Context: an optimization exercise on an open-source flow, tuned for small area and a short achievable clock period. The choices shown serve that exercise and are no tape-out recipe.
Where RTL was checked, it was by simulation tests only, not by an equivalence proof against the original.
For run 2, only the layout was checked, not whether the RTL still works.
No activity file was given, so power comes from the tool's default toggle rates.

==> design/flow/design.v <==
module dec_addsub (
    input  wire         clk,
    input  wire         rst,
    input  wire         in_valid,
    input  wire [1:0]   in_op,
    input  wire [127:0] in_a,
    input  wire [127:0] in_b,
    output reg          out_valid,
    output wire [127:0] out_result,
    output wire [1:0]   out_cmp,
    output wire         out_ovf,
    output wire         out_dec_data
);
    localparam ND = 31;
    function valid_operand;
        input [127:0] x;
        integer k;
        begin
            valid_operand = (x[3:0] == 4'hc) || (x[3:0] == 4'hd) || (x[3:0] == 4'hf);
            for (k = 1; k <= ND; k = k + 1)
                if (x[4*k+3] & (x[4*k+2] | x[4*k+1])) valid_operand = 1'b0;
        end
    endfunction
    wire data_err = !valid_operand(in_a) || !valid_operand(in_b);
    wire sa  = (in_a[3:0] == 4'hd);
    wire sb  = (in_b[3:0] == 4'hd);
    wire sub = sa ^ sb ^ (in_op[0] | in_op[1]);
    wire [ND-1:0] g, p;
    wire [3:0]    s0 [0:ND-1];
    genvar k;
    generate
        for (k = 0; k < ND; k = k + 1) begin : dig
            wire [3:0] a = in_a[4*k+4 +: 4];
            wire [3:0] b = in_b[4*k+4 +: 4];
            wire [3:0] bb = {sub ? ~(b[3] | b[2] | b[1]) : b[3],
                             b[2] ^ (sub & b[1]), b[1], b[0] ^ sub};
            wire [4:0] z;
            wire [4:1] cy;
            assign z[0]  = a[0] ^ bb[0];
            assign cy[1] = a[0] & bb[0];
            assign z[1]  = a[1] ^ bb[1] ^ cy[1];
            assign cy[2] = (a[1] & bb[1]) | (a[1] & cy[1]) | (bb[1] & cy[1]);
            assign z[2]  = a[2] ^ bb[2] ^ cy[2];
            assign cy[3] = (a[2] & bb[2]) | (a[2] & cy[2]) | (bb[2] & cy[2]);
            assign z[3]  = a[3] ^ bb[3] ^ cy[3];
            assign cy[4] = (a[3] & bb[3]) | (a[3] & cy[3]) | (bb[3] & cy[3]);
            assign z[4]  = cy[4];
            assign g[k] = z[4] | (z[3] & (z[2] | z[1]));             
            assign p[k] = z[3] & z[0] & !z[2] & !z[1] & !z[4];       
            assign s0[k] = {z[3] ^ (g[k] & (z[2] | z[1])), z[2] ^ (g[k] & !z[1]),
                            z[1] ^ g[k], z[0]};
        end
    endgenerate
    wire [ND-1:0] gp0, pp0;
    wire [ND-1:0] gp1, pp1;
    wire [ND-1:0] gp2, pp2;
    wire [ND-1:0] gp3, pp3;
    wire [ND-1:0] gp4, pp4;
    wire [ND-1:0] gp5, pp5;
    wire [ND-1:0] gp6, pp6;
    assign gp0 = g;
    assign pp0 = p;
    assign gp1[0] = gp0[0];
    assign pp1[0] = pp0[0];
    assign gp1[1] = gp0[1] | (pp0[1] & gp0[0]);
    assign pp1[1] = pp0[1] & pp0[0];
    assign gp1[2] = gp0[2];
    assign pp1[2] = pp0[2];
    assign gp1[3] = gp0[3] | (pp0[3] & gp0[2]);
    assign pp1[3] = pp0[3] & pp0[2];
    assign gp1[4] = gp0[4];
    assign pp1[4] = pp0[4];
    assign gp1[5] = gp0[5] | (pp0[5] & gp0[4]);
    assign pp1[5] = pp0[5] & pp0[4];
    assign gp1[6] = gp0[6];
    assign pp1[6] = pp0[6];
    assign gp1[7] = gp0[7] | (pp0[7] & gp0[6]);
    assign pp1[7] = pp0[7] & pp0[6];
    assign gp1[8] = gp0[8];
    assign pp1[8] = pp0[8];
    assign gp1[9] = gp0[9] | (pp0[9] & gp0[8]);
    assign pp1[9] = pp0[9] & pp0[8];
    assign gp1[10] = gp0[10];
    assign pp1[10] = pp0[10];
    assign gp1[11] = gp0[11] | (pp0[11] & gp0[10]);
    assign pp1[11] = pp0[11] & pp0[10];
    assign gp1[12] = gp0[12];
    assign pp1[12] = pp0[12];
    assign gp1[13] = gp0[13] | (pp0[13] & gp0[12]);
    assign pp1[13] = pp0[13] & pp0[12];
    assign gp1[14] = gp0[14];
    assign pp1[14] = pp0[14];
    assign gp1[15] = gp0[15] | (pp0[15] & gp0[14]);
    assign pp1[15] = pp0[15] & pp0[14];
    assign gp1[16] = gp0[16];
    assign pp1[16] = pp0[16];
    assign gp1[17] = gp0[17] | (pp0[17] & gp0[16]);
    assign pp1[17] = pp0[17] & pp0[16];
    assign gp1[18] = gp0[18];
    assign pp1[18] = pp0[18];
    assign gp1[19] = gp0[19] | (pp0[19] & gp0[18]);
    assign pp1[19] = pp0[19] & pp0[18];
    assign gp1[20] = gp0[20];
    assign pp1[20] = pp0[20];
    assign gp1[21] = gp0[21] | (pp0[21] & gp0[20]);
    assign pp1[21] = pp0[21] & pp0[20];
    assign gp1[22] = gp0[22];
    assign pp1[22] = pp0[22];
    assign gp1[23] = gp0[23] | (pp0[23] & gp0[22]);
    assign pp1[23] = pp0[23] & pp0[22];
    assign gp1[24] = gp0[24];
    assign pp1[24] = pp0[24];
    assign gp1[25] = gp0[25] | (pp0[25] & gp0[24]);
    assign pp1[25] = pp0[25] & pp0[24];
    assign gp1[26] = gp0[26];
    assign pp1[26] = pp0[26];
    assign gp1[27] = gp0[27] | (pp0[27] & gp0[26]);
    assign pp1[27] = pp0[27] & pp0[26];
    assign gp1[28] = gp0[28];
    assign pp1[28] = pp0[28];
    assign gp1[29] = gp0[29] | (pp0[29] & gp0[28]);
    assign pp1[29] = pp0[29] & pp0[28];
    assign gp1[30] = gp0[30];
    assign pp1[30] = pp0[30];
    assign gp2[0] = gp1[0];
    assign pp2[0] = pp1[0];
    assign gp2[1] = gp1[1];
    assign pp2[1] = pp1[1];
    assign gp2[2] = gp1[2];
    assign pp2[2] = pp1[2];
    assign gp2[3] = gp1[3] | (pp1[3] & gp1[1]);
    assign pp2[3] = pp1[3] & pp1[1];
    assign gp2[4] = gp1[4];
    assign pp2[4] = pp1[4];
    assign gp2[5] = gp1[5] | (pp1[5] & gp1[3]);
    assign pp2[5] = pp1[5] & pp1[3];
    assign gp2[6] = gp1[6];
    assign pp2[6] = pp1[6];
    assign gp2[7] = gp1[7] | (pp1[7] & gp1[5]);
    assign pp2[7] = pp1[7] & pp1[5];
    assign gp2[8] = gp1[8];
    assign pp2[8] = pp1[8];
    assign gp2[9] = gp1[9] | (pp1[9] & gp1[7]);
    assign pp2[9] = pp1[9] & pp1[7];
    assign gp2[10] = gp1[10];
    assign pp2[10] = pp1[10];
    assign gp2[11] = gp1[11] | (pp1[11] & gp1[9]);
    assign pp2[11] = pp1[11] & pp1[9];
    assign gp2[12] = gp1[12];
    assign pp2[12] = pp1[12];
    assign gp2[13] = gp1[13] | (pp1[13] & gp1[11]);
    assign pp2[13] = pp1[13] & pp1[11];
    assign gp2[14] = gp1[14];
    assign pp2[14] = pp1[14];
    assign gp2[15] = gp1[15] | (pp1[15] & gp1[13]);
    assign pp2[15] = pp1[15] & pp1[13];
    assign gp2[16] = gp1[16];
    assign pp2[16] = pp1[16];
    assign gp2[17] = gp1[17] | (pp1[17] & gp1[15]);
    assign pp2[17] = pp1[17] & pp1[15];
    assign gp2[18] = gp1[18];
    assign pp2[18] = pp1[18];
    assign gp2[19] = gp1[19] | (pp1[19] & gp1[17]);
    assign pp2[19] = pp1[19] & pp1[17];
    assign gp2[20] = gp1[20];
    assign pp2[20] = pp1[20];
    assign gp2[21] = gp1[21] | (pp1[21] & gp1[19]);
    assign pp2[21] = pp1[21] & pp1[19];
    assign gp2[22] = gp1[22];
    assign pp2[22] = pp1[22];
    assign gp2[23] = gp1[23] | (pp1[23] & gp1[21]);
    assign pp2[23] = pp1[23] & pp1[21];
    assign gp2[24] = gp1[24];
    assign pp2[24] = pp1[24];
    assign gp2[25] = gp1[25] | (pp1[25] & gp1[23]);
    assign pp2[25] = pp1[25] & pp1[23];
    assign gp2[26] = gp1[26];
    assign pp2[26] = pp1[26];
    assign gp2[27] = gp1[27] | (pp1[27] & gp1[25]);
    assign pp2[27] = pp1[27] & pp1[25];
    assign gp2[28] = gp1[28];
    assign pp2[28] = pp1[28];
    assign gp2[29] = gp1[29] | (pp1[29] & gp1[27]);
    assign pp2[29] = pp1[29] & pp1[27];
    assign gp2[30] = gp1[30];
    assign pp2[30] = pp1[30];
    assign gp3[0] = gp2[0];
    assign pp3[0] = pp2[0];
    assign gp3[1] = gp2[1];
    assign pp3[1] = pp2[1];
    assign gp3[2] = gp2[2];
    assign pp3[2] = pp2[2];
    assign gp3[3] = gp2[3];
    assign pp3[3] = pp2[3];
    assign gp3[4] = gp2[4];
    assign pp3[4] = pp2[4];
    assign gp3[5] = gp2[5] | (pp2[5] & gp2[1]);
    assign pp3[5] = pp2[5] & pp2[1];
    assign gp3[6] = gp2[6];
    assign pp3[6] = pp2[6];
    assign gp3[7] = gp2[7] | (pp2[7] & gp2[3]);
    assign pp3[7] = pp2[7] & pp2[3];
    assign gp3[8] = gp2[8];
    assign pp3[8] = pp2[8];
    assign gp3[9] = gp2[9] | (pp2[9] & gp2[5]);
    assign pp3[9] = pp2[9] & pp2[5];
    assign gp3[10] = gp2[10];
    assign pp3[10] = pp2[10];
    assign gp3[11] = gp2[11] | (pp2[11] & gp2[7]);
    assign pp3[11] = pp2[11] & pp2[7];
    assign gp3[12] = gp2[12];
    assign pp3[12] = pp2[12];
    assign gp3[13] = gp2[13] | (pp2[13] & gp2[9]);
    assign pp3[13] = pp2[13] & pp2[9];
    assign gp3[14] = gp2[14];
    assign pp3[14] = pp2[14];
    assign gp3[15] = gp2[15] | (pp2[15] & gp2[11]);
    assign pp3[15] = pp2[15] & pp2[11];
    assign gp3[16] = gp2[16];
    assign pp3[16] = pp2[16];
    assign gp3[17] = gp2[17] | (pp2[17] & gp2[13]);
    assign pp3[17] = pp2[17] & pp2[13];
    assign gp3[18] = gp2[18];
    assign pp3[18] = pp2[18];
    assign gp3[19] = gp2[19] | (pp2[19] & gp2[15]);
    assign pp3[19] = pp2[19] & pp2[15];
    assign gp3[20] = gp2[20];
    assign pp3[20] = pp2[20];
    assign gp3[21] = gp2[21] | (pp2[21] & gp2[17]);
    assign pp3[21] = pp2[21] & pp2[17];
    assign gp3[22] = gp2[22];
    assign pp3[22] = pp2[22];
    assign gp3[23] = gp2[23] | (pp2[23] & gp2[19]);
    assign pp3[23] = pp2[23] & pp2[19];
    assign gp3[24] = gp2[24];
    assign pp3[24] = pp2[24];
    assign gp3[25] = gp2[25] | (pp2[25] & gp2[21]);
    assign pp3[25] = pp2[25] & pp2[21];
    assign gp3[26] = gp2[26];
    assign pp3[26] = pp2[26];
    assign gp3[27] = gp2[27] | (pp2[27] & gp2[23]);
    assign pp3[27] = pp2[27] & pp2[23];
    assign gp3[28] = gp2[28];
    assign pp3[28] = pp2[28];
    assign gp3[29] = gp2[29] | (pp2[29] & gp2[25]);
    assign pp3[29] = pp2[29] & pp2[25];
    assign gp3[30] = gp2[30];
    assign pp3[30] = pp2[30];
    assign gp4[0] = gp3[0];
    assign pp4[0] = pp3[0];
    assign gp4[1] = gp3[1];
    assign pp4[1] = pp3[1];
    assign gp4[2] = gp3[2];
    assign pp4[2] = pp3[2];
    assign gp4[3] = gp3[3];
    assign pp4[3] = pp3[3];
    assign gp4[4] = gp3[4];
    assign pp4[4] = pp3[4];
    assign gp4[5] = gp3[5];
    assign pp4[5] = pp3[5];
    assign gp4[6] = gp3[6];
    assign pp4[6] = pp3[6];
    assign gp4[7] = gp3[7];
    assign pp4[7] = pp3[7];
    assign gp4[8] = gp3[8];
    assign pp4[8] = pp3[8];
    assign gp4[9] = gp3[9] | (pp3[9] & gp3[1]);
    assign pp4[9] = pp3[9] & pp3[1];
    assign gp4[10] = gp3[10];
    assign pp4[10] = pp3[10];
    assign gp4[11] = gp3[11] | (pp3[11] & gp3[3]);
    assign pp4[11] = pp3[11] & pp3[3];
    assign gp4[12] = gp3[12];
    assign pp4[12] = pp3[12];
    assign gp4[13] = gp3[13] | (pp3[13] & gp3[5]);
    assign pp4[13] = pp3[13] & pp3[5];
    assign gp4[14] = gp3[14];
    assign pp4[14] = pp3[14];
    assign gp4[15] = gp3[15] | (pp3[15] & gp3[7]);
    assign pp4[15] = pp3[15] & pp3[7];
    assign gp4[16] = gp3[16];
    assign pp4[16] = pp3[16];
    assign gp4[17] = gp3[17] | (pp3[17] & gp3[9]);
    assign pp4[17] = pp3[17] & pp3[9];
    assign gp4[18] = gp3[18];
    assign pp4[18] = pp3[18];
    assign gp4[19] = gp3[19] | (pp3[19] & gp3[11]);
    assign pp4[19] = pp3[19] & pp3[11];
    assign gp4[20] = gp3[20];
    assign pp4[20] = pp3[20];
    assign gp4[21] = gp3[21] | (pp3[21] & gp3[13]);
    assign pp4[21] = pp3[21] & pp3[13];
    assign gp4[22] = gp3[22];
    assign pp4[22] = pp3[22];
    assign gp4[23] = gp3[23] | (pp3[23] & gp3[15]);
    assign pp4[23] = pp3[23] & pp3[15];
    assign gp4[24] = gp3[24];
    assign pp4[24] = pp3[24];
    assign gp4[25] = gp3[25] | (pp3[25] & gp3[17]);
    assign pp4[25] = pp3[25] & pp3[17];
    assign gp4[26] = gp3[26];
    assign pp4[26] = pp3[26];
    assign gp4[27] = gp3[27] | (pp3[27] & gp3[19]);
    assign pp4[27] = pp3[27] & pp3[19];
    assign gp4[28] = gp3[28];
    assign pp4[28] = pp3[28];
    assign gp4[29] = gp3[29] | (pp3[29] & gp3[21]);
    assign pp4[29] = pp3[29] & pp3[21];
    assign gp4[30] = gp3[30];
    assign pp4[30] = pp3[30];
    assign gp5[0] = gp4[0];
    assign pp5[0] = pp4[0];
    assign gp5[1] = gp4[1];
    assign pp5[1] = pp4[1];
    assign gp5[2] = gp4[2];
    assign pp5[2] = pp4[2];
    assign gp5[3] = gp4[3];
    assign pp5[3] = pp4[3];
    assign gp5[4] = gp4[4];
    assign pp5[4] = pp4[4];
    assign gp5[5] = gp4[5];
    assign pp5[5] = pp4[5];
    assign gp5[6] = gp4[6];
    assign pp5[6] = pp4[6];
    assign gp5[7] = gp4[7];
    assign pp5[7] = pp4[7];
    assign gp5[8] = gp4[8];
    assign pp5[8] = pp4[8];
    assign gp5[9] = gp4[9];
    assign pp5[9] = pp4[9];
    assign gp5[10] = gp4[10];
    assign pp5[10] = pp4[10];
    assign gp5[11] = gp4[11];
    assign pp5[11] = pp4[11];
    assign gp5[12] = gp4[12];
    assign pp5[12] = pp4[12];
    assign gp5[13] = gp4[13];
    assign pp5[13] = pp4[13];
    assign gp5[14] = gp4[14];
    assign pp5[14] = pp4[14];
    assign gp5[15] = gp4[15];
    assign pp5[15] = pp4[15];
    assign gp5[16] = gp4[16];
    assign pp5[16] = pp4[16];
    assign gp5[17] = gp4[17] | (pp4[17] & gp4[1]);
    assign pp5[17] = pp4[17] & pp4[1];
    assign gp5[18] = gp4[18];
    assign pp5[18] = pp4[18];
    assign gp5[19] = gp4[19] | (pp4[19] & gp4[3]);
    assign pp5[19] = pp4[19] & pp4[3];
    assign gp5[20] = gp4[20];
    assign pp5[20] = pp4[20];
    assign gp5[21] = gp4[21] | (pp4[21] & gp4[5]);
    assign pp5[21] = pp4[21] & pp4[5];
    assign gp5[22] = gp4[22];
    assign pp5[22] = pp4[22];
    assign gp5[23] = gp4[23] | (pp4[23] & gp4[7]);
    assign pp5[23] = pp4[23] & pp4[7];
    assign gp5[24] = gp4[24];
    assign pp5[24] = pp4[24];
    assign gp5[25] = gp4[25] | (pp4[25] & gp4[9]);
    assign pp5[25] = pp4[25] & pp4[9];
    assign gp5[26] = gp4[26];
    assign pp5[26] = pp4[26];
    assign gp5[27] = gp4[27] | (pp4[27] & gp4[11]);
    assign pp5[27] = pp4[27] & pp4[11];
    assign gp5[28] = gp4[28];
    assign pp5[28] = pp4[28];
    assign gp5[29] = gp4[29] | (pp4[29] & gp4[13]);
    assign pp5[29] = pp4[29] & pp4[13];
    assign gp5[30] = gp4[30];
    assign pp5[30] = pp4[30];
    assign gp6[0] = gp5[0];
    assign pp6[0] = pp5[0];
    assign gp6[1] = gp5[1];
    assign pp6[1] = pp5[1];
    assign gp6[2] = gp5[2] | (pp5[2] & gp5[1]);
    assign pp6[2] = pp5[2] & pp5[1];
    assign gp6[3] = gp5[3];
    assign pp6[3] = pp5[3];
    assign gp6[4] = gp5[4] | (pp5[4] & gp5[3]);
    assign pp6[4] = pp5[4] & pp5[3];
    assign gp6[5] = gp5[5];
    assign pp6[5] = pp5[5];
    assign gp6[6] = gp5[6] | (pp5[6] & gp5[5]);
    assign pp6[6] = pp5[6] & pp5[5];
    assign gp6[7] = gp5[7];
    assign pp6[7] = pp5[7];
    assign gp6[8] = gp5[8] | (pp5[8] & gp5[7]);
    assign pp6[8] = pp5[8] & pp5[7];
    assign gp6[9] = gp5[9];
    assign pp6[9] = pp5[9];
    assign gp6[10] = gp5[10] | (pp5[10] & gp5[9]);
    assign pp6[10] = pp5[10] & pp5[9];
    assign gp6[11] = gp5[11];
    assign pp6[11] = pp5[11];
    assign gp6[12] = gp5[12] | (pp5[12] & gp5[11]);
    assign pp6[12] = pp5[12] & pp5[11];
    assign gp6[13] = gp5[13];
    assign pp6[13] = pp5[13];
    assign gp6[14] = gp5[14] | (pp5[14] & gp5[13]);
    assign pp6[14] = pp5[14] & pp5[13];
    assign gp6[15] = gp5[15];
    assign pp6[15] = pp5[15];
    assign gp6[16] = gp5[16] | (pp5[16] & gp5[15]);
    assign pp6[16] = pp5[16] & pp5[15];
    assign gp6[17] = gp5[17];
    assign pp6[17] = pp5[17];
    assign gp6[18] = gp5[18] | (pp5[18] & gp5[17]);
    assign pp6[18] = pp5[18] & pp5[17];
    assign gp6[19] = gp5[19];
    assign pp6[19] = pp5[19];
    assign gp6[20] = gp5[20] | (pp5[20] & gp5[19]);
    assign pp6[20] = pp5[20] & pp5[19];
    assign gp6[21] = gp5[21];
    assign pp6[21] = pp5[21];
    assign gp6[22] = gp5[22] | (pp5[22] & gp5[21]);
    assign pp6[22] = pp5[22] & pp5[21];
    assign gp6[23] = gp5[23];
    assign pp6[23] = pp5[23];
    assign gp6[24] = gp5[24] | (pp5[24] & gp5[23]);
    assign pp6[24] = pp5[24] & pp5[23];
    assign gp6[25] = gp5[25];
    assign pp6[25] = pp5[25];
    assign gp6[26] = gp5[26] | (pp5[26] & gp5[25]);
    assign pp6[26] = pp5[26] & pp5[25];
    assign gp6[27] = gp5[27];
    assign pp6[27] = pp5[27];
    assign gp6[28] = gp5[28] | (pp5[28] & gp5[27]);
    assign pp6[28] = pp5[28] & pp5[27];
    assign gp6[29] = gp5[29];
    assign pp6[29] = pp5[29];
    assign gp6[30] = gp5[30] | (pp5[30] & gp5[29]);
    assign pp6[30] = pp5[30] & pp5[29];
    wire [ND-1:0] G = gp6;
    wire [ND-1:0] P = pp6;
    wire cout = G[ND-1];
    wire cin  = sub & cout;            
    wire [ND-1:0] c = {G[ND-2:0] | (P[ND-2:0] & {(ND-1){cin}}), cin};
    function [3:0] inc_digit;
        input [3:0] d;
        input ci;
        begin
            inc_digit[0] = d[0] ^ ci;
            inc_digit[1] = d[1] ^ (ci & d[0] & !d[3]);
            inc_digit[2] = d[2] ^ (ci & d[0] & d[1]);
            inc_digit[3] = d[3] ^ (ci & d[0] & (d[3] | (d[2] & d[1])));
        end
    endfunction
    reg [123:0] r_dig;
    reg         r_inv, r_neg, r_ovf, r_eq, r_dd;
    integer n;
    always @(posedge clk) begin
        for (n = 0; n < ND; n = n + 1)
            r_dig[4*n +: 4] <= inc_digit(s0[n], c[n]);
        r_inv <= sub & !cout;
        r_neg <= (sa ^ (sub & !cout)) & !(sub & P[ND-1]);
        r_eq  <= sub & P[ND-1];        
        r_ovf <= !sub & cout;
        r_dd  <= data_err;
    end
    always @(posedge clk)
        out_valid <= in_valid & !rst;
    function [3:0] nine_comp;
        input [3:0] d;
        input inv;
        begin
            nine_comp[0] = d[0] ^ inv;
            nine_comp[1] = d[1];
            nine_comp[2] = d[2] ^ (inv & d[1]);
            nine_comp[3] = inv ? !(d[3] | d[2] | d[1]) : d[3];
        end
    endfunction
    reg [123:0] mag;
    reg         all0;
    always @* begin
        all0 = 1'b1;
        for (n = 0; n < ND; n = n + 1) begin
            mag[4*n +: 4] = nine_comp(r_dig[4*n +: 4], r_inv);
            if (r_dig[4*n +: 4] != 4'd0) all0 = 1'b0;
        end
    end
    wire zero    = r_eq | (!r_inv & all0);
    wire nonzero = !zero | r_ovf;
    assign out_result   = {mag, 3'b110, r_neg & !zero};
    assign out_ovf      = r_ovf;
    assign out_cmp      = {r_neg & nonzero, nonzero};
    assign out_dec_data = r_dd;
endmodule
==> design/flow/flow/run.sh <==
#!/bin/bash
# Standard layout, with the smallest buffer on every input and output port,
# timing repair asked for a setup slack of 50 ns, and a clock tree of
# smaller buffers.
set -euo pipefail
bash standard.sh BUFFER_PORTS_ARGS="-buffer_cell sky130_fd_sc_hd__buf_1" SETUP_SLACK_MARGIN=50.0 CTS_ARGS="-sink_clustering_enable -repair_clock_nets -buf_list sky130_fd_sc_hd__clkbuf_8 -dont_use_dummy_load" finish > standard.log 2>&1
==> design/flow/standard.sh <==
#!/bin/bash
# synth_recipe.tcl (not shown) runs the flow's synth.tcl, then flattens the netlist and writes it again
# the make line also repeats each setting of config.mk as NAME=value (left out here)
make -C /OpenROAD-flow-scripts/flow DESIGN_CONFIG=/design/flow/config.mk WORK_HOME=/design/flow/orfs CLKGATE_MAP_FILE= SYNTH_SCRIPT=/design/flow/synth_recipe.tcl "${@:-finish}"
==> design/flow/config.mk <==
export PLATFORM = sky130hd
export DESIGN_NAME = dec_addsub
export DESIGN_NICKNAME = dec_addsub
export VERILOG_FILES = /design/flow/design.v
export SDC_FILE = /design/flow/constraint.sdc
export NUM_CORES = 4
export LEC_CHECK = 0
export ABC_CLOCK_PERIOD_IN_PS = 55000
export CAP_MARGIN = 20
export CORE_MARGIN = 2
export CORE_UTILIZATION = 40
export SLEW_MARGIN = 20
==> design/flow/constraint.sdc <==
create_clock -name core_clock -period 70.0 [get_ports {clk}]
set_input_delay 14.0000 -clock core_clock [delete_from_list [all_inputs] [get_ports {clk}]]
set_output_delay 14.0000 -clock core_clock [all_outputs]
set_load 0.01 [all_outputs]
==> key figures, run 1 <==
Final layout
  – Final standard cell count with taps included and fillers excluded: 2,204
  – Summed area of non-filler cells in the final layout: 14,700 um^2
  – Number of filler instances in the final layout: 3,164
  – Post-synthesis to final-layout area growth: 15.9%
  – Layout cell share with drive strength beyond 1: 0.0478
  – Nets@finish: 2,250

Power and ir drop
  – Logic gate share of total power: 0.625
  – Total power consumption of the routed design: 521 uW
  – Power density over cell area: 35.3 nW/um^2
  – Worst supply voltage drop on vdd: 0.0000143 V
  – Power spent charging and discharging nets: 250 uW
  – Internal power contribution: 270 uW
  – Clock network power share: 0.097
  – Leakage: 0.00604 uW
  – Part of the total power dissipated in sequential elements: 0.278
  – Proportion of total power due to net switching: 0.480

Routing
  – DR vias: 11,600
  – Post-route DRC violation count: 0
  – Count of TritonRoute iterations in the first routing pass: 5
  – Vias per Instance: 5.27
  – Remaining antenna violation count after routing: 0
  – Drt wl/cell: 19.3 um
  – Initial DRC count: 503
  – Sum of routed wire length over all layers: 42,600 um

Setup path
  – Crit-path max cell delay: 0.48 ns
  – Critical Path Slowest Stage Cell: sky130_fd_sc_hd__fa_1
  – Critical path data required time: 70.31 ns
  – Capturing element type of the critical path: register
  – Number of stages on the worst setup path: 26
  – Worst endpoint data arrival time: 19.87 ns
  – Worst Path Class, Setup: primary input to register
  – Cell repeated most along the worst path: sky130_fd_sc_hd__fa_1
  – Startpoint Class: primary input
  – Critical path peak fanout: 36
  – Cell class contributing the biggest share of worst-path delay: simple AND/OR/NAND/NOR gates
  – Count of buffering cells on the critical path with inverters included: 4

Floorplan
  – Die Outline Area: 33,200 um^2
  – Y dimension of the die: 182 um
  – Effective utilization at floorplan: 0.405
  – Row count: 65
  – Core outline area: 31,400 um^2
  – Floorplan die width: 182 um
  – Num ports: 394

Yosys
  – Cell type with the largest total area after synthesis: sky130_fd_sc_hd__dfxtp_1
  – Most used DFF post-synth: sky130_fd_sc_hd__dfxtp_1
  – Post-synthesis instance total: 1,444
  – Proportion of synthesized chip area in sequential cells: 0.205
  – Most frequently used cell type in the post-synthesis netlist: sky130_fd_sc_hd__dfxtp_1
  – Post-synth EDFFs: 0
  – Commonest cells post-synth: sky130_fd_sc_hd__dfxtp_1, sky130_fd_sc_hd__xnor2_1, sky130_fd_sc_hd__nor2_1
  – Portion of synthesized cell area occupied by the leading cell type: 0.205
  – Biggest area contributors in the synthesized netlist: sky130_fd_sc_hd__dfxtp_1, sky130_fd_sc_hd__fa_1, sky130_fd_sc_hd__ha_1, sky130_fd_sc_hd__xnor2_1, sky130_fd_sc_hd__xor2_1
  – Number of synthesized register bits: 130
  – Number of different library cells in the post-synthesis netlist: 69
  – Proportion of synthesized flip-flops having asynchronous set or reset: 0
  – Synth Cell Area: 12,700 um^2
  – Ys Warns: 1
  – Average cell area after synthesis: 8.81 um^2

Timing
  – Number of pins exceeding their max-slew limit in the final report: 0
  – Final setup violation count: 0
  – Setup repair after global routing missed its margin: yes
  – Final critical-path share of the clock period: 0.280
  – Peak clock frequency supported by timing: 51.1 MHz
  – Slew @ Worst Pin: 0.840 ns
  – Min Clock Period, post-route: 19.57 ns
  – Number of hold violations in the final report: 0
  – Max_slew headroom: 0.434
  – Worst setup margin: 50.43 ns
  – Total negative slack for setup checks: 0 ns

Global route
  – Met2 capacity usage during global routing: 0.436
  – GR Layer Usage met3: 0.0439
  – Vias in the first global route: 11,200
  – Met1 Use GR: 0.323
  – Initial antenna violation count: 2
  – First-pass GRT wire length: 63,000 um
  – All-Layer GR Usage: 0.252
  – Layer with the highest usage after global routing: met2
  – Remaining global-route overflow: 0
  – Pin count of the biggest net entering global routing: 49

Worst hold path
  – Hold Path Cell Cnt: 2
  – HP Class: primary input to register

CTS
  – CTS hold repair buffers: 0
  – Maximum number of buffers from clock root to sink: 2
  – Root Driver: sky130_fd_sc_hd__clkbuf_8
  – Inserted Clock Buffers: 17
  – Number of clock sinks: 130
  – # H-tree levels: 4
  – TritonCTS clock tree: yes
  – Clock-pin slew of the registers on the worst-case setup and hold paths: 0.09 ns

Placed design
  – Last weighted congestion value of the routability-driven placer: 0.923
  – # placed instances: 2,184
  – Worst setup timing slack at the placement stage: 49.07 ns
  – Placement Cell Area: 14,400 um^2
  – Dpl hpwl: 36,300 um
  – Number of buffers inserted by port buffering: 390

Flow run
  – Max_cap viols: 0

Outcome
  – Status: timing/DRC/antenna clean
## path summary, 6_finish.rpt
path | from | endpoint | slack [ns]
worst max-delay path | in_b[1] | r_dig[78]$_DFF_P_ | 50.43
worst min-delay path | rst | out_valid$_DFF_P_ | 13.69
## state kept, by name, indices dropped and copies added, names as in the netlist
signal / count
r_ovf: 1
r_inv: 1
r_dig: 124
r_dd: 1
r_eq: 1
r_neg: 1
out_valid: 1
## final cells by class
cell class	count	area, um^2	share of cell area
timing repair buffer	397	1570	0.106
tap	402	503	0.0341
multi-input combinational	1203	9620	0.653
inverter	54	203	0.0138
clock buffer	17	234	0.0159
sequential	130	2610	0.177
antenna	1	2.50	0.000170
## cells by family after synthesis
kind of cell / count (synthesis) / share of synthesized area
buffers and inverters: 112 / 0.0434
AOI/OAI and AO/OA: 250 / 0.125
and+or+nand+nor: 512 / 0.208
DFF: 130 / 0.205
adders and majority gates: 186 / 0.238
other: 2 / 0.000591
xor gates and xnor gates: 220 / 0.152
muxes: 32 / 0.0282
## timing repair
action / CTS / global route
gates resized for setup: 4 / 10
endpoints found under the hold margin: 0 / 0
cloned: 0 / 1
endpoints found under the setup margin: 70 / 60
pin swaps: 0 / 2
buffers inserted: 0 / 1
## routing by layer
layer / vias to the layer above / part of all wire
li1: 5705 / -
met1: 5489 / 0.44
met2: 369 / 0.48
met3: 44 / 0.054
met4: 2 / 0.017
met5: - / 0.00031
## power by group through the flow
stage,combinational (uW),clock [uW],sequential (uW)
after floorplan,237,0,134
after global placement,319,0,146
after detailed placement,322,0,146
after CTS,325,51.5,144
after global routing,360,54.4,149
final,325,50.5,145
## metrics by stage
stage           util  hold slack (ns)
2_1_floorplan      -            14.07
3_3_place_gp   0.458            14.15
3_5_place_dp   0.458            14.16
4_1_cts        0.466            13.66
5_1_grt        0.469            13.68
6_report       0.469            13.69
## cells in the final DEF, fill, tap and decap left out, drive strengths merged, types with 13 or more instances in the layout
| master | Yosys | routed |
|---|---|---|
| nor3b | 29 | 29 |
| buf | 39 | 396 |
| fa | 93 | 93 |
| a21o | 71 | 71 |
| a21oi | 45 | 45 |
| clkbuf | 19 | 18 |
| nor4 | 55 | 55 |
| nand3 | 13 | 13 |
| dfxtp | 130 | 130 |
| inv | 54 | 54 |
| xor2 | 94 | 94 |
| xnor2 | 126 | 126 |
| nand2b | 46 | 46 |
| nor2 | 124 | 124 |
| or2 | 14 | 14 |
| nor3 | 44 | 44 |
| o21ai | 91 | 91 |
| mux2 | 31 | 31 |
| nand2 | 112 | 112 |
| ha | 93 | 93 |
| nand4 | 38 | 38 |
==> inputs of run 2 (changes only) <==
--- a/design/flow/design.v
+++ b/design/flow/design.v
@@ -22,8 +22,8 @@
         end
     endfunction
     wire data_err = !valid_operand(in_a) || !valid_operand(in_b);
-    wire sa  = (in_a[3:0] == 4'hd);
-    wire sb  = (in_b[3:0] == 4'hd);
+    wire sa  = in_a[0] & !in_a[1];
+    wire sb  = in_b[0] & !in_b[1];
     wire sub = sa ^ sb ^ (in_op[0] | in_op[1]);
     wire [ND-1:0] g, p;
     wire [3:0]    s0 [0:ND-1];
==> design/flow/flow/run.sh (replaced) <==
#!/bin/bash
# Standard layout, with the smallest buffer on every input and output port,
# timing repair asked for a setup slack of 50.0 ns, and a clock tree of
# clkbuf_8 buffers without dummy loads.
set -euo pipefail
bash standard.sh BUFFER_PORTS_ARGS="-buffer_cell sky130_fd_sc_hd__buf_1" SETUP_SLACK_MARGIN=50.0 \
  CTS_ARGS="-sink_clustering_enable -repair_clock_nets -buf_list sky130_fd_sc_hd__clkbuf_8 -dont_use_dummy_load" \
  finish > standard.log 2>&1
==> run 2 against run 1 <==
  * Setup slack worse by 0.11 ns
  * Highest routed layer is now met4
  * Critical path depth down 3
  * Area after synthesis up 3.0%
  * Still clean on timing, DRC and antenna
  * Combinational power up 11%
  * Die area up 2.9%
  * Sequential share of layout area down 0.53 points
  * Worst hold slack better by 0.017 ns
  * First-iteration DRC count up 29%
  * Fmax down 0.57%
  * Sequential cell count unchanged
==> key figures, run 2 <==
Outcome
  – Status: timing/DRC/antenna clean

Flow run
  – Max_cap viols: 0

Yosys
  – Most used DFF post-synth: sky130_fd_sc_hd__dfxtp_1
  – Portion of synthesized cell area occupied by the leading cell type: 0.199
  – Average cell area after synthesis: 8.75 um^2
  – Ys Warns: 1
  – Synth Cell Area: 13,100 um^2
  – Cell type with the largest total area after synthesis: sky130_fd_sc_hd__dfxtp_1
  – Commonest cells post-synth: sky130_fd_sc_hd__dfxtp_1, sky130_fd_sc_hd__nor2_1, sky130_fd_sc_hd__xnor2_1
  – Post-synthesis instance total: 1,497
  – Number of synthesized register bits: 130
  – Proportion of synthesized flip-flops having asynchronous set or reset: 0
  – Post-synth EDFFs: 0
  – Number of different library cells in the post-synthesis netlist: 67
  – Most frequently used cell type in the post-synthesis netlist: sky130_fd_sc_hd__dfxtp_1
  – Proportion of synthesized chip area in sequential cells: 0.199
  – Biggest area contributors in the synthesized netlist: sky130_fd_sc_hd__dfxtp_1, sky130_fd_sc_hd__fa_1, sky130_fd_sc_hd__ha_1, sky130_fd_sc_hd__xnor2_1, sky130_fd_sc_hd__xor2_1

Floorplan
  – Effective utilization at floorplan: 0.404
  – Y dimension of the die: 185 um
  – Floorplan die width: 185 um
  – Num ports: 394
  – Core outline area: 32,400 um^2
  – Die Outline Area: 34,200 um^2
  – Row count: 66

Routing
  – Sum of routed wire length over all layers: 46,000 um
  – Drt wl/cell: 20.0 um
  – Remaining antenna violation count after routing: 0
  – Count of TritonRoute iterations in the first routing pass: 4
  – Post-route DRC violation count: 0
  – Vias per Instance: 5.32
  – Initial DRC count: 649
  – DR vias: 12,200

Placed design
  – Last weighted congestion value of the routability-driven placer: 0.912
  – Dpl hpwl: 38,700 um
  – Number of buffers inserted by port buffering: 390

Final layout
  – Nets@finish: 2,302
  – Layout cell share with drive strength beyond 1: 0.0437
  – Max FFs per register: 124
  – Antenna fix cells: 0
  – Largest Register: r_dig
  – Most common library cell in the layout ignoring fill and taps: sky130_fd_sc_hd__buf_1
  – Post-synthesis to final-layout area growth: 16.0%
  – Most frequent cells in the layout: sky130_fd_sc_hd__buf_1, sky130_fd_sc_hd__dfxtp_1, sky130_fd_sc_hd__nor2_1, sky130_fd_sc_hd__xnor2_1, sky130_fd_sc_hd__nand2_1

CTS
  – # H-tree levels: 4
  – Maximum number of buffers from clock root to sink: 2
  – Clock-pin slew of the registers on the worst-case setup and hold paths: 0.08 ns
  – Inserted Clock Buffers: 17
  – CTS hold repair buffers: 0
  – Root Driver: sky130_fd_sc_hd__clkbuf_8
  – TritonCTS clock tree: yes
  – Number of clock sinks: 130

Global route
  – Remaining global-route overflow: 0
  – First-pass GRT wire length: 67,400 um
  – Initial antenna violation count: 0
  – Pin count of the biggest net entering global routing: 53
  – Vias in the first global route: 11,800
  – All-Layer GR Usage: 0.266

Timing
  – Slew @ Worst Pin: 0.832 ns
  – Final critical-path share of the clock period: 0.281
  – Number of hold violations in the final report: 0
  – Peak clock frequency supported by timing: 50.8 MHz
  – Setup repair after global routing missed its margin: no
  – Max_slew headroom: 0.441
  – Total negative slack for setup checks: 0 ns
  – Min Clock Period, post-route: 19.68 ns
  – Final setup violation count: 0
  – Number of pins exceeding their max-slew limit in the final report: 0

Setup path
  – Critical path peak fanout: 23
  – Critical path data required time: 70.32 ns
  – Worst setup path startpoint: in_a[0]
  – Startpoint Class: primary input
  – Capturing element type of the critical path: register
  – Worst Path Class, Setup: primary input to register
  – Worst endpoint data arrival time: 20.00 ns

Power and ir drop
  – Power density over cell area: 36.5 nW/um^2
  – Worst supply voltage drop on vdd: 0.0000162 V
  – Leakage: 0.00608 uW
  – Total power consumption of the routed design: 554 uW

Worst hold path
  – Hold path start: rst
  – HP Class: primary input to register
## run 2: cell count changes in the layout (fill, tap and decap cells not counted), moves of 5 or more
cell                       delta
sky130_fd_sc_hd__o21a_1      +11
sky130_fd_sc_hd__inv_1        +8
sky130_fd_sc_hd__nand2_1      +7
sky130_fd_sc_hd__nand4_1      +7
sky130_fd_sc_hd__nor4bb_1     +7
sky130_fd_sc_hd__or3_1        +6
sky130_fd_sc_hd__and2_1       +5
## run 2: kinds of logic (layout without fill, tap and decap cells)
logic type | count (synthesis) | count (layout) | share of synthesized area
and+or+nand+nor | 538 | 538 | 0.216
DFF | 130 | 130 | 0.199
AOI/OAI and AO/OA | 266 | 266 | 0.133
muxes | 32 | 32 | 0.0274
buffers and inverters | 122 | 477 | 0.0451
adders and majority gates | 186 | 186 | 0.231
other | 2 | 3 | 0.000574
xor gates and xnor gates | 221 | 221 | 0.148
## run 2: metrics by stage
stage	hold slack [ns]	cell area (um^2)	instances	utilization	setup slack, ns
2_1_floorplan	14.07	13100	1498	-	50.38
3_3_place_gp	14.16	14800	2274	0.458	49.26
3_5_place_dp	14.16	14800	2274	0.458	49.14
4_1_cts	13.68	15200	2294	0.468	50.23
5_1_grt	13.70	15200	2295	0.469	50.03
6_report	13.70	15200	2295	0.469	50.32
## run 2: final timing paths
path	depth (start not counted)	to
worst max-delay path	23	r_dig[7]$_DFF_P_
worst min-delay path	2	out_valid$_DFF_P_
## run 2: routing by layer
metal / track usage / share of wire / vias to the layer above
met5: 0 / 0 / -
met4: 0.0775 / 0.023 / 0
met3: 0.0401 / 0.056 / 45
met2: 0.466 / 0.49 / 413
met1: 0.338 / 0.43 / 5849
li1: - / - / 5905
## run 2: power breakdown
group / internal, uW / switching, uW / leakage, uW / total, uW
sequential: 113 / 31.6 / 0.00109 / 145
clock: 21.4 / 28.0 / 0.000122 / 49.5
combinational: 149 / 210 / 0.00486 / 360
## run 2: layout make-up
type,instances,area (um^2)
flip-flops and latches,130,2610
fillers,3311,17200
inverters,62,233
multi-input cells,1246,9970
well taps,442,553
repair buffers,398,1590
clock buffers,17,234
## run 2: worst max-delay path, cell delays in order
cell and delay, ns:
sky130_fd_sc_hd__buf_1 0.09, sky130_fd_sc_hd__nor2b_1 0.18, sky130_fd_sc_hd__xnor2_2 0.41, sky130_fd_sc_hd__xnor2_4 0.18
sky130_fd_sc_hd__buf_12 0.27, sky130_fd_sc_hd__xnor2_1 0.10, sky130_fd_sc_hd__ha_1 0.20, sky130_fd_sc_hd__fa_1 0.40
sky130_fd_sc_hd__fa_1 0.42, sky130_fd_sc_hd__fa_1 0.47, sky130_fd_sc_hd__or3_1 0.37, sky130_fd_sc_hd__a221oi_1 0.44
sky130_fd_sc_hd__o211ai_1 0.27, sky130_fd_sc_hd__o211ai_1 0.24, sky130_fd_sc_hd__nand3_1 0.17, sky130_fd_sc_hd__or3_1 0.44
sky130_fd_sc_hd__a41oi_2 0.43, sky130_fd_sc_hd__nor2_1 0.12, sky130_fd_sc_hd__a31o_1 0.24, sky130_fd_sc_hd__ha_1 0.21
sky130_fd_sc_hd__nand2b_1 0.12, sky130_fd_sc_hd__nor2_1 0.06, sky130_fd_sc_hd__a21o_1 0.17
## run 2: timing repair
item,CTS,global route
setup endpoints to repair,39,14
cloned,2,0
resized for setup,4,3
pin swaps,1,1
buffers inserted,1,0
==> inputs of run 3 (changes only) <==
--- a/design/flow/design.v
+++ b/design/flow/design.v
@@ -22,8 +22,8 @@
         end
     endfunction
     wire data_err = !valid_operand(in_a) || !valid_operand(in_b);
-    wire sa  = in_a[0] & !in_a[1];
-    wire sb  = in_b[0] & !in_b[1];
+    wire sa  = (in_a[3:0] == 4'hd);
+    wire sb  = (in_b[3:0] == 4'hd);
     wire sub = sa ^ sb ^ (in_op[0] | in_op[1]);
     wire [ND-1:0] g, p;
     wire [3:0]    s0 [0:ND-1];
--- a/design/flow/config.mk
+++ b/design/flow/config.mk
@@ -8,5 +8,6 @@
 export ABC_CLOCK_PERIOD_IN_PS = 55000
 export CAP_MARGIN = 20
 export CORE_MARGIN = 2
-export CORE_UTILIZATION = 40
+export CORE_UTILIZATION = 60
+export PLACE_DENSITY = 0.8
 export SLEW_MARGIN = 20
==> run 3 against run 2 <==
  * Still clean
  * Setup slack improved by 0.0051 ns
  * Total power down 6.5%
  * Worst hold slack worse by 0.014 ns
  * Non-clock buffer count decreased by 4
  * Synthesized cell count shrank 3.5%
  * Critical endpoint is now r_dig[78]$_DFF_P_
==> key figures, run 3 <==
Routing
  – Count of TritonRoute iterations in the first routing pass: 5
  – Sum of routed wire length over all layers: 39,900 um
  – DR vias: 12,100
  – Initial DRC count: 735
  – Post-route DRC violation count: 0
  – Remaining antenna violation count after routing: 0
  – Vias per Instance: 5.85
  – Drt wl/cell: 19.3 um

Worst hold path
  – HP Class: primary input to register

Final layout
  – Antenna fix cells: 0
  – Number of filler instances in the final layout: 1,737
  – Final standard cell count with taps included and fillers excluded: 2,073
  – Most frequent cells in the layout: sky130_fd_sc_hd__buf_1, sky130_fd_sc_hd__dfxtp_1, sky130_fd_sc_hd__xnor2_1, sky130_fd_sc_hd__nor2_1, sky130_fd_sc_hd__nand2_1
  – Max FFs per register: 124
  – Final core utilization: 0.694
  – Post-synthesis to final-layout area growth: 14.1%
  – Largest Register: r_dig
  – Nets@finish: 2,247
  – Layout cell share with drive strength beyond 1: 0.0462
  – Most common library cell in the layout ignoring fill and taps: sky130_fd_sc_hd__buf_1

CTS
  – Clock-pin slew of the registers on the worst-case setup and hold paths: 0.08 ns
  – CTS hold repair buffers: 0
  – TritonCTS clock tree: yes
  – Number of clock sinks: 130
  – Root Driver: sky130_fd_sc_hd__clkbuf_8
  – Post-CTS Repair Setup Buffers: 0
  – Inserted Clock Buffers: 17
  – # H-tree levels: 4
  – Maximum number of buffers from clock root to sink: 2

Power and ir drop
  – Power density over cell area: 35.7 nW/um^2
  – Proportion of total power due to net switching: 0.479
  – Clock network power share: 0.092
  – Internal power contribution: 270 uW
  – Power spent charging and discharging nets: 248 uW
  – Logic gate share of total power: 0.627
  – Leakage: 0.00600 uW
  – Total power consumption of the routed design: 518 uW
  – Part of the total power dissipated in sequential elements: 0.281
  – Worst supply voltage drop on vdd: 0.0000219 V

Yosys
  – Post-synth EDFFs: 0
  – Number of synthesized register bits: 130
  – Commonest cells post-synth: sky130_fd_sc_hd__dfxtp_1, sky130_fd_sc_hd__xnor2_1, sky130_fd_sc_hd__nor2_1
  – Biggest area contributors in the synthesized netlist: sky130_fd_sc_hd__dfxtp_1, sky130_fd_sc_hd__fa_1, sky130_fd_sc_hd__ha_1, sky130_fd_sc_hd__xnor2_1, sky130_fd_sc_hd__xor2_1
  – Number of different library cells in the post-synthesis netlist: 69
  – Most frequently used cell type in the post-synthesis netlist: sky130_fd_sc_hd__dfxtp_1
  – Proportion of synthesized chip area in sequential cells: 0.205
  – Most used DFF post-synth: sky130_fd_sc_hd__dfxtp_1
  – Average cell area after synthesis: 8.81 um^2
  – Ys Warns: 1
  – Synth Cell Area: 12,700 um^2
  – Cell type with the largest total area after synthesis: sky130_fd_sc_hd__dfxtp_1
  – Portion of synthesized cell area occupied by the leading cell type: 0.205
  – Post-synthesis instance total: 1,444
  – Proportion of synthesized flip-flops having asynchronous set or reset: 0

Setup path
  – Capturing element type of the critical path: register
  – Worst Path Class, Setup: primary input to register
  – Crit-path max cell delay: 0.47 ns
  – Startpoint Class: primary input
  – Cell repeated most along the worst path: sky130_fd_sc_hd__fa_1
  – Worst endpoint data arrival time: 19.98 ns
  – Critical path data required time: 70.30 ns
  – Critical Path Slowest Stage Cell: sky130_fd_sc_hd__fa_1
  – Critical path peak fanout: 62

Floorplan
  – Floorplan die width: 150 um
  – Num ports: 394
  – Effective utilization at floorplan: 0.609
  – Die Outline Area: 22,400 um^2
  – Core outline area: 20,900 um^2
  – Row count: 53
  – Y dimension of the die: 150 um

Global route
  – Pin count of the biggest net entering global routing: 63
  – Initial antenna violation count: 2
  – First-pass GRT wire length: 60,400 um
  – All-Layer GR Usage: 0.356
  – Remaining global-route overflow: 0
  – Vias in the first global route: 11,800

Timing
  – Total negative slack for setup checks: 0 ns
  – Peak clock frequency supported by timing: 50.8 MHz
  – Number of pins exceeding their max-slew limit in the final report: 0
  – Worst slack on hold paths: 13.69 ns
  – Min Clock Period, post-route: 19.67 ns
  – Setup repair after global routing missed its margin: no
  – Max_slew headroom: 0.392
  – Final critical-path share of the clock period: 0.281
  – Final setup violation count: 0
  – Number of hold violations in the final report: 0
  – Slew @ Worst Pin: 0.903 ns

Placed design
  – Dpl hpwl: 33,900 um
  – # placed instances: 2,056
  – Last weighted congestion value of the routability-driven placer: 0.949
  – Number of buffers inserted by port buffering: 390

Flow run
  – Max_cap viols: 0

Outcome
  – Status: timing/DRC/antenna clean
## run 3: changes by cell type after synthesis, sizes merged, moves of 4 or more
cell,change
o21a,-11
inv,-8
nand2,-7
nand4,-7
nor4bb,-7
or3,-6
and2,-5
and3,+5
o21bai,-5
a31o,+4
## run 3: metal layers
layer	vias to the layer above	global-route usage	part of all wire	wire (um)
met2	551	0.630	0.49	19700
met5	-	0	0.00060	24
met3	93	0.0646	0.079	3150
met4	4	0.134	0.037	1460
met1	5772	0.429	0.39	15700
li1	5698	-	-	-
## run 3: kinds of logic (layout without fill, tap and decap cells)
family	count (synthesis)	count (layout)	share of synthesized area
AND/OR/NAND/NOR	512	512	0.208
AO/OA/AOI/OAI	250	250	0.125
XOR/XNOR	220	220	0.152
adder cells (fa/ha/maj)	186	186	0.238
flip-flops	130	130	0.205
buffers and inverters	112	465	0.0434
multiplexers	32	32	0.0282
other	2	3	0.000591
## run 3: worst paths after layout
check	start	to	slack, ns	cells after the start
worst max-delay path	in_b[1]	r_dig[78]$_DFF_P_	50.33	25
worst min-delay path	rst	out_valid$_DFF_P_	13.69	2
## run 3: metrics by stage
stage / setup slack [ns] / instance area [um^2]
6_report: 50.33 / 14500
5_1_grt: 50.04 / 14500
4_1_cts: 50.19 / 14500
3_5_place_dp: 49.42 / 14200
3_3_place_gp: 49.65 / 14200
2_1_floorplan: 50.32 / 12700
## run 3: final cells by class
cell class	instances	area, um^2	share of cell area
clock buffers	17	234	0.0161
inverters	54	203	0.0140
multi-input cells	1203	9600	0.662
flip-flops and latches	130	2610	0.180
well taps	275	344	0.0237
repair buffers	394	1510	0.104
## run 3: worst max-delay path: cells and delay by family
family | cells | cell delay (ns)
adder cells (fa/ha/maj) | 5 | 1.73
buffers and inverters | 3 | 0.48
AO/OA/AOI/OAI | 3 | 0.90
XOR/XNOR | 4 | 0.81
AND/OR/NAND/NOR | 10 | 1.99
## run 3: power groups by stage
stage	combinational, uW	sequential [uW]	clock (uW)
after floorplan	237	134	0
after global placement	311	145	0
after detailed placement	319	146	0
after CTS	322	145	48.0
after global routing	356	149	50.9
final	325	146	47.5
## run 3: repair_timing
action / in CTS / in global routing
resized for setup: 2 / 7
hold endpoints to repair: 0 / 0
gates cloned: 0 / 0
setup endpoints to repair: 18 / 38
==> inputs of run 4 (changes only) <==
--- a/design/flow/config.mk
+++ b/design/flow/config.mk
@@ -8,6 +8,7 @@
 export ABC_CLOCK_PERIOD_IN_PS = 55000
 export CAP_MARGIN = 20
 export CORE_MARGIN = 2
-export CORE_UTILIZATION = 60
-export PLACE_DENSITY = 0.8
+export CORE_UTILIZATION = 40
+export GPL_ROUTABILITY_DRIVEN = 0
+export GPL_TIMING_DRIVEN = 0
 export SLEW_MARGIN = 20
==> run 4 against run 3 <==
  * Setup slack worse by 0.10 ns
  * First-iteration DRC count down 24%
  * Combinational power up 8.6%
  * Highest routed layer unchanged
  * Sequential share of layout area down 0.76 points
  * Critical path depth unchanged
  * Still clean
  * Critical endpoint is now r_dig[110]$_DFF_P_
  * Sequential cell count unchanged
  * Global-route usage down 7.5 points
  * Clock-buffer cell count unchanged
  * Area after synthesis unchanged
  * Total power up 4.5%
  * Via count down 1.2%
==> key figures, run 4 <==
Outcome
  – Status: timing/DRC/antenna clean

Yosys
  – Share of cell area taken by muxes after synthesis: 0.0282
  – Average cell area after synthesis: 8.81 um^2
  – Number of synthesized register bits: 130
  – Portion of synthesized cell area occupied by the leading cell type: 0.205
  – Commonest cells post-synth: sky130_fd_sc_hd__dfxtp_1, sky130_fd_sc_hd__xnor2_1, sky130_fd_sc_hd__nor2_1
  – Adder and majority cell fraction of the synthesized area: 0.238
  – Most frequently used cell type in the post-synthesis netlist: sky130_fd_sc_hd__dfxtp_1
  – Post-synthesis instance total: 1,444
  – Synth Cell Area: 12,700 um^2
  – Xor-xnor portion of the synthesized cell area: 0.152
  – Cell type with the largest total area after synthesis: sky130_fd_sc_hd__dfxtp_1
  – Proportion of synthesized chip area in sequential cells: 0.205
  – Most used DFF post-synth: sky130_fd_sc_hd__dfxtp_1
  – Fraction of the mapped netlist area in compound gates: 0.125
  – Biggest area contributors in the synthesized netlist: sky130_fd_sc_hd__dfxtp_1, sky130_fd_sc_hd__fa_1, sky130_fd_sc_hd__ha_1, sky130_fd_sc_hd__xnor2_1, sky130_fd_sc_hd__xor2_1
  – Dominant combinational cell family by area after synthesis: adder cells
  – Ys Warns: 1
  – Post-synth EDFFs: 0
  – Simple-gate share of the synthesized area: 0.208
  – Proportion of synthesized flip-flops having asynchronous set or reset: 0
  – Number of different library cells in the post-synthesis netlist: 69

Power and ir drop
  – Power spent charging and discharging nets: 259 uW
  – Internal power contribution: 283 uW
  – Logic gate share of total power: 0.652
  – Proportion of total power due to net switching: 0.478
  – Worst supply voltage drop on vdd: 0.0000163 V
  – Leakage: 0.00624 uW
  – Part of the total power dissipated in sequential elements: 0.259
  – Power density over cell area: 35.8 nW/um^2
  – Clock network power share: 0.089

Routing
  – Drt wl/cell: 20.9 um
  – Initial DRC count: 561
  – DR vias: 12,000
  – Vias per Instance: 5.30
  – Sum of routed wire length over all layers: 47,200 um
  – Remaining antenna violation count after routing: 0
  – Count of TritonRoute iterations in the first routing pass: 5
  – Post-route DRC violation count: 0

Final layout
  – Largest Register: r_dig
  – Number of filler instances in the final layout: 3,184
  – Final standard cell count with taps included and fillers excluded: 2,258
  – Post-synthesis to final-layout area growth: 18.9%
  – Area used by multi-input combinational logic: 9700 um^2
  – Max FFs per register: 124
  – Most frequent cells in the layout: sky130_fd_sc_hd__buf_1, sky130_fd_sc_hd__dfxtp_1, sky130_fd_sc_hd__xnor2_1, sky130_fd_sc_hd__nor2_1, sky130_fd_sc_hd__nand2_1
  – Final core utilization: 0.482
  – Nets@finish: 2,303
  – Register Area: 2600 um^2
  – Summed area of non-filler cells in the final layout: 15,100 um^2
  – Layout cell share with drive strength beyond 1: 0.0707
  – Most common library cell in the layout ignoring fill and taps: sky130_fd_sc_hd__buf_1

Placed design
  – Dpl hpwl: 39,900 um
  – Placement Cell Area: 14,700 um^2
  – Number of buffers inserted by port buffering: 390
  – # placed instances: 2,237

Floorplan
  – Floorplan die width: 182 um
  – Row count: 65
  – Num ports: 394
  – Y dimension of the die: 182 um
  – Core outline area: 31,400 um^2
  – Effective utilization at floorplan: 0.405
  – Die Outline Area: 33,200 um^2

Worst hold path
  – HP Class: primary input to register

Timing
  – Min Clock Period, post-route: 19.78 ns
  – Number of pins exceeding their max-slew limit in the final report: 0
  – Total negative slack for setup checks: 0 ns
  – Max_slew headroom: 0.251
  – Slew @ Worst Pin: 1.12 ns
  – Number of hold violations in the final report: 0
  – Peak clock frequency supported by timing: 50.6 MHz
  – Final critical-path share of the clock period: 0.283
  – Setup repair after global routing missed its margin: no
  – Final setup violation count: 0

CTS
  – # H-tree levels: 4
  – Root Driver: sky130_fd_sc_hd__clkbuf_8
  – Inserted Clock Buffers: 17
  – Maximum number of buffers from clock root to sink: 2
  – Number of clock sinks: 130
  – Clock-pin slew of the registers on the worst-case setup and hold paths: 0.09 ns
  – TritonCTS clock tree: yes

Global route
  – Pin count of the biggest net entering global routing: 17
  – Vias in the first global route: 11,800
  – Remaining global-route overflow: 0
  – Initial antenna violation count: 3
  – First-pass GRT wire length: 68,800 um
  – All-Layer GR Usage: 0.281

Setup path
  – Crit-path max cell delay: 0.47 ns
  – Critical path peak fanout: 10
  – Critical path data required time: 70.31 ns
  – Startpoint Class: primary input
  – Worst endpoint data arrival time: 20.09 ns
  – Cell class contributing the biggest share of worst-path delay: simple AND/OR/NAND/NOR gates
  – Critical Path Slowest Stage Cell: sky130_fd_sc_hd__fa_1
  – Capturing element type of the critical path: register
  – Cell repeated most along the worst path: sky130_fd_sc_hd__fa_1
  – Worst Path Class, Setup: primary input to register
  – Count of buffering cells on the critical path with inverters included: 4

Flow run
  – Max_cap viols: 0
-- run 4: cell counts after synthesis --
Identical to the previous run, type by type.
-- run 4: cell families (layout without fill, tap and decap cells) --
| family | Yosys count | count (layout) |
|---|---|---|
| DFF | 130 | 130 |
| xor gates and xnor gates | 220 | 220 |
| buffers and inverters | 112 | 521 |
| and+or+nand+nor | 512 | 512 |
| adders and majority gates | 186 | 186 |
| AOI/OAI and AO/OA | 250 | 250 |
| muxes | 32 | 32 |
| other | 2 | 5 |
-- run 4: through the flow --
| step | hold slack, ns | power (uW) | setup WS, ns |
|---|---|---|---|
| after global routing | 13.67 | 583 | 49.97 |
| after global placement | 14.16 | 485 | 47.97 |
| after detailed placement | 14.16 | 488 | 48.41 |
| after floorplan | 14.07 | 371 | 50.32 |
| final | 13.68 | 541 | 50.22 |
| after CTS | 13.66 | 540 | 50.11 |
-- run 4: area by class of cell --
type | instances | area share
antenna | 2 | 0.000331
buffer | 58 | 0.0265
clock buffer | 17 | 0.0155
inverter | 54 | 0.0134
multi-input combinational | 1203 | 0.641
sequential | 130 | 0.172
tap | 402 | 0.0333
timing repair buffer | 392 | 0.0978
-- run 4: worst paths after layout --
check	startpoint	endpoint	slack [ns]	depth (start not counted)
max	in_b[1]	r_dig[110]$_DFF_P_	50.22	25
min	rst	out_valid$_DFF_P_	13.68	2
-- run 4: what timing repair did --
action	CTS	global route
resized for setup	20	15
setup endpoints to repair	123	26
gates cloned	0	0
hold endpoints to repair	0	0
buffers inserted	0	2
pin swaps	0	4
hold buffers	0	0
-- run 4: per-layer routing --
metal / track usage / routed length (um)
met3: 0.0505 / 2750
met2: 0.485 / 22600
met4: 0.0797 / 1280
met1: 0.359 / 20500
met5: 0 / 13
-- run 4: power groups by stage --
stage	clock, uW	combinational, uW	sequential, uW
after floorplan	0	237	134
after detailed placement	0	347	141
after global placement	0	345	140
after CTS	49.5	351	140
after global routing	52.3	386	144
final	48.4	353	140
==> inputs of run 5 (changes only) <==
==> design/flow/flow/run.sh (replaced) <==
#!/bin/bash
# Standard layout, with the smallest buffer on every input and output port,
# timing repair asked for a setup slack of 50.15 ns, and a clock tree of
# clkbuf_8 buffers without dummy loads.
set -euo pipefail
bash standard.sh BUFFER_PORTS_ARGS="-buffer_cell sky130_fd_sc_hd__buf_1" SETUP_SLACK_MARGIN=50.15 \
  CTS_ARGS="-sink_clustering_enable -repair_clock_nets -buf_list sky130_fd_sc_hd__clkbuf_8 -dont_use_dummy_load" \
  finish > standard.log 2>&1
--- a/design/flow/config.mk
+++ b/design/flow/config.mk
@@ -9,6 +9,4 @@
 export CAP_MARGIN = 20
 export CORE_MARGIN = 2
 export CORE_UTILIZATION = 40
-export GPL_ROUTABILITY_DRIVEN = 0
-export GPL_TIMING_DRIVEN = 0
 export SLEW_MARGIN = 20
==> run 5 against run 4 <==
  * Still clean on timing, DRC and antenna
  * Setup slack gained 0.19 ns
  * Worst hold slack gained 0.011 ns
  * First-iteration DRC count shrank 8.7%
  * Fmax grew 0.96%
  * Sequential share of layout area grew 0.35 points
  * Via count shrank 2.3%
  * Synthesized cell count is the same
  * Routed wire length shrank 8.7%
  * Total power shrank 3.4%
  * Sequential cell count is the same
  * Non-clock buffer count shrank 45
==> key figures, run 5 <==
Global route
  – Pin count of the biggest net entering global routing: 49
  – All-Layer GR Usage: 0.252
  – First-pass GRT wire length: 63,100 um
  – Remaining global-route overflow: 0
  – Initial antenna violation count: 3
  – Vias in the first global route: 11,200

CTS
  – Root Driver: sky130_fd_sc_hd__clkbuf_8
  – Inserted Clock Buffers: 17
  – CTS hold repair buffers: 0
  – Maximum number of buffers from clock root to sink: 2
  – TritonCTS clock tree: yes
  – Number of clock sinks: 130
  – # H-tree levels: 4
  – Clock-pin slew of the registers on the worst-case setup and hold paths: 0.09 ns

Floorplan
  – Effective utilization at floorplan: 0.405
  – Core outline area: 31,400 um^2
  – Row count: 65
  – Num ports: 394
  – Die Outline Area: 33,200 um^2
  – Y dimension of the die: 182 um
  – Floorplan die width: 182 um

Routing
  – DR vias: 11,700
  – Vias per Instance: 5.29
  – Initial DRC count: 512
  – Sum of routed wire length over all layers: 43,100 um
  – Count of TritonRoute iterations in the first routing pass: 5
  – Remaining antenna violation count after routing: 0
  – Post-route DRC violation count: 0
  – Drt wl/cell: 19.5 um

Final layout
  – Layout cell share with drive strength beyond 1: 0.0525
  – Largest Register: r_dig
  – Register Area: 2610 um^2
  – Area used by multi-input combinational logic: 9640 um^2
  – Nets@finish: 2,258
  – Post-synthesis to final-layout area growth: 16.7%
  – Max FFs per register: 124
  – Most common library cell in the layout ignoring fill and taps: sky130_fd_sc_hd__buf_1
  – Most frequent cells in the layout: sky130_fd_sc_hd__buf_1, sky130_fd_sc_hd__dfxtp_1, sky130_fd_sc_hd__xnor2_1, sky130_fd_sc_hd__nor2_1, sky130_fd_sc_hd__nand2_1
  – Number of filler instances in the final layout: 3,149

Yosys
  – Most frequently used cell type in the post-synthesis netlist: sky130_fd_sc_hd__dfxtp_1
  – Commonest cells post-synth: sky130_fd_sc_hd__dfxtp_1, sky130_fd_sc_hd__xnor2_1, sky130_fd_sc_hd__nor2_1
  – Post-synthesis instance total: 1,444
  – Synth Cell Area: 12,700 um^2
  – Proportion of synthesized flip-flops having asynchronous set or reset: 0
  – Ys Warns: 1
  – Post-synth EDFFs: 0
  – Number of different library cells in the post-synthesis netlist: 69
  – Proportion of synthesized chip area in sequential cells: 0.205
  – Cell type with the largest total area after synthesis: sky130_fd_sc_hd__dfxtp_1
  – Most used DFF post-synth: sky130_fd_sc_hd__dfxtp_1
  – Portion of synthesized cell area occupied by the leading cell type: 0.205
  – Average cell area after synthesis: 8.81 um^2
  – Number of synthesized register bits: 130
  – Biggest area contributors in the synthesized netlist: sky130_fd_sc_hd__dfxtp_1, sky130_fd_sc_hd__fa_1, sky130_fd_sc_hd__ha_1, sky130_fd_sc_hd__xnor2_1, sky130_fd_sc_hd__xor2_1

Timing
  – Setup repair after global routing missed its margin: no
  – Max_slew headroom: 0.417
  – Number of hold violations in the final report: 0
  – Number of pins exceeding their max-slew limit in the final report: 0
  – Min Clock Period, post-route: 19.59 ns
  – Worst setup margin: 50.41 ns
  – Final setup violation count: 0
  – Slew @ Worst Pin: 0.867 ns
  – Final critical-path share of the clock period: 0.280
  – Peak clock frequency supported by timing: 51.1 MHz
  – Total negative slack for setup checks: 0 ns

Setup path
  – Critical path data required time: 70.33 ns
  – Critical Path Slowest Stage Cell: sky130_fd_sc_hd__fa_1
  – Startpoint Class: primary input
  – Critical path peak fanout: 19
  – Crit-path max cell delay: 0.56 ns
  – Worst Path Class, Setup: primary input to register
  – Cell repeated most along the worst path: sky130_fd_sc_hd__fa_1
  – Capturing element type of the critical path: register
  – Worst endpoint data arrival time: 19.91 ns

Worst hold path
  – HP Class: primary input to register

Power and ir drop
  – Leakage: 0.00609 uW
  – Worst supply voltage drop on vdd: 0.0000143 V
  – Power density over cell area: 35.2 nW/um^2

Outcome
  – Status: timing/DRC/antenna clean

Placed design
  – Number of buffers inserted by port buffering: 390
  – Last weighted congestion value of the routability-driven placer: 0.923
  – Dpl hpwl: 36,300 um
  – Worst setup timing slack at the placement stage: 49.07 ns

Flow run
  – Max_cap viols: 0
==> run 5: worst max-delay path: cells and delay by family <==
kind | cells | cell delay (ns)
adders and majority gates | 5 | 1.77
buffers and inverters | 5 | 0.73
xor gates and xnor gates | 3 | 0.57
AOI/OAI and AO/OA | 10 | 2.13
and+or+nand+nor | 5 | 0.68
==> run 5: routing by layer <==
| layer | wire length (um) | up-vias | global-route usage |
|---|---|---|---|
| met5 | 26 | - | 0 |
| met4 | 825 | 4 | 0.0665 |
| met3 | 2420 | 46 | 0.0459 |
| met2 | 20900 | 362 | 0.437 |
| met1 | 18900 | 5561 | 0.322 |
| li1 | - | 5724 | - |
==> run 5: what timing repair did <==
action,in CTS,in global routing
gates cloned,0,2
buffers inserted,0,8
gates resized for setup,6,13
pin swaps,0,4
endpoints found under the setup margin,95,61
==> run 5: area by class of cell <==
| type | count | share of cell area |
|---|---|---|
| clock buffers | 17 | 0.0158 |
| flip-flops and latches | 130 | 0.176 |
| repair buffers | 405 | 0.111 |
| diodes | 1 | 0.000169 |
| well taps | 402 | 0.0339 |
| multi-input cells | 1203 | 0.650 |
| inverters | 54 | 0.0137 |
==> run 5: where the power goes <==
group	internal, uW	switching (uW)
Sequential	114	30.5
Combinational	136	192
Clock	21.5	29.0
Total	272	251
==> run 5: final timing paths <==
kind / slack (ns) / cells after the start / startpoint / to
worst max-delay path: 50.41 / 28 / in_b[1] / r_dig[119]$_DFF_P_
worst min-delay path: 13.69 / 2 / rst / out_valid$_DFF_P_
==> run 5: through the flow <==
step           power (uW)  instances   util  instance area [um^2]  hold WS, ns
6_report              523       2212  0.473                 14800        13.69
5_1_grt               565       2212  0.473                 14800        13.68
4_1_cts               521       2201  0.467                 14700        13.66
3_5_place_dp          468       2184  0.458                 14400        14.16
3_3_place_gp          464       2184  0.458                 14400        14.15
2_1_floorplan         371       1445      -                 12700        14.07
==> run 5: cells by family after synthesis <==
group / share of synthesized area
and+or+nand+nor: 0.208
muxes: 0.0282
other: 0.000591
buffers and inverters: 0.0434
DFF: 0.205
xor gates and xnor gates: 0.152
AOI/OAI and AO/OA: 0.125
adders and majority gates: 0.238

-- separate check: timing with driven ports --
In the flow no input, the clock included, has a driving cell. The finished layouts below were timed again as built, in two steps.
Step 1 assumes that a clkbuf_16 drives the clock port and a buf_2 every other input.
Step 2 also shifts input and output timing later by t, the mid clock arrival at the registers, as if the neighbouring blocks saw the same clock.
a / b / c = no drivers / after step 1 / after step 2; a / b = the first two.
run | shift t [ns] | setup WS [ns] | hold WS [ns] | pins driven straight from the clock port
run 1 | 0.485 | 50.433 / 50.461 / 49.976 | 13.687 / 13.661 / 14.146 | 1
run 2 | 0.478 | 50.321 / 50.346 / 49.869 | 13.704 / 13.684 / 14.162 | 1
run 3 | 0.485 | 50.327 / 50.351 / 49.866 | 13.691 / 13.671 / 14.156 | 1
run 4 | 0.488 | 50.225 / 50.252 / 49.764 | 13.681 / 13.654 / 14.142 | 1
run 5 | 0.484 | 50.413 / 50.444 / 49.960 | 13.692 / 13.662 / 14.146 | 1
After both steps setup and hold are still met in every run listed.
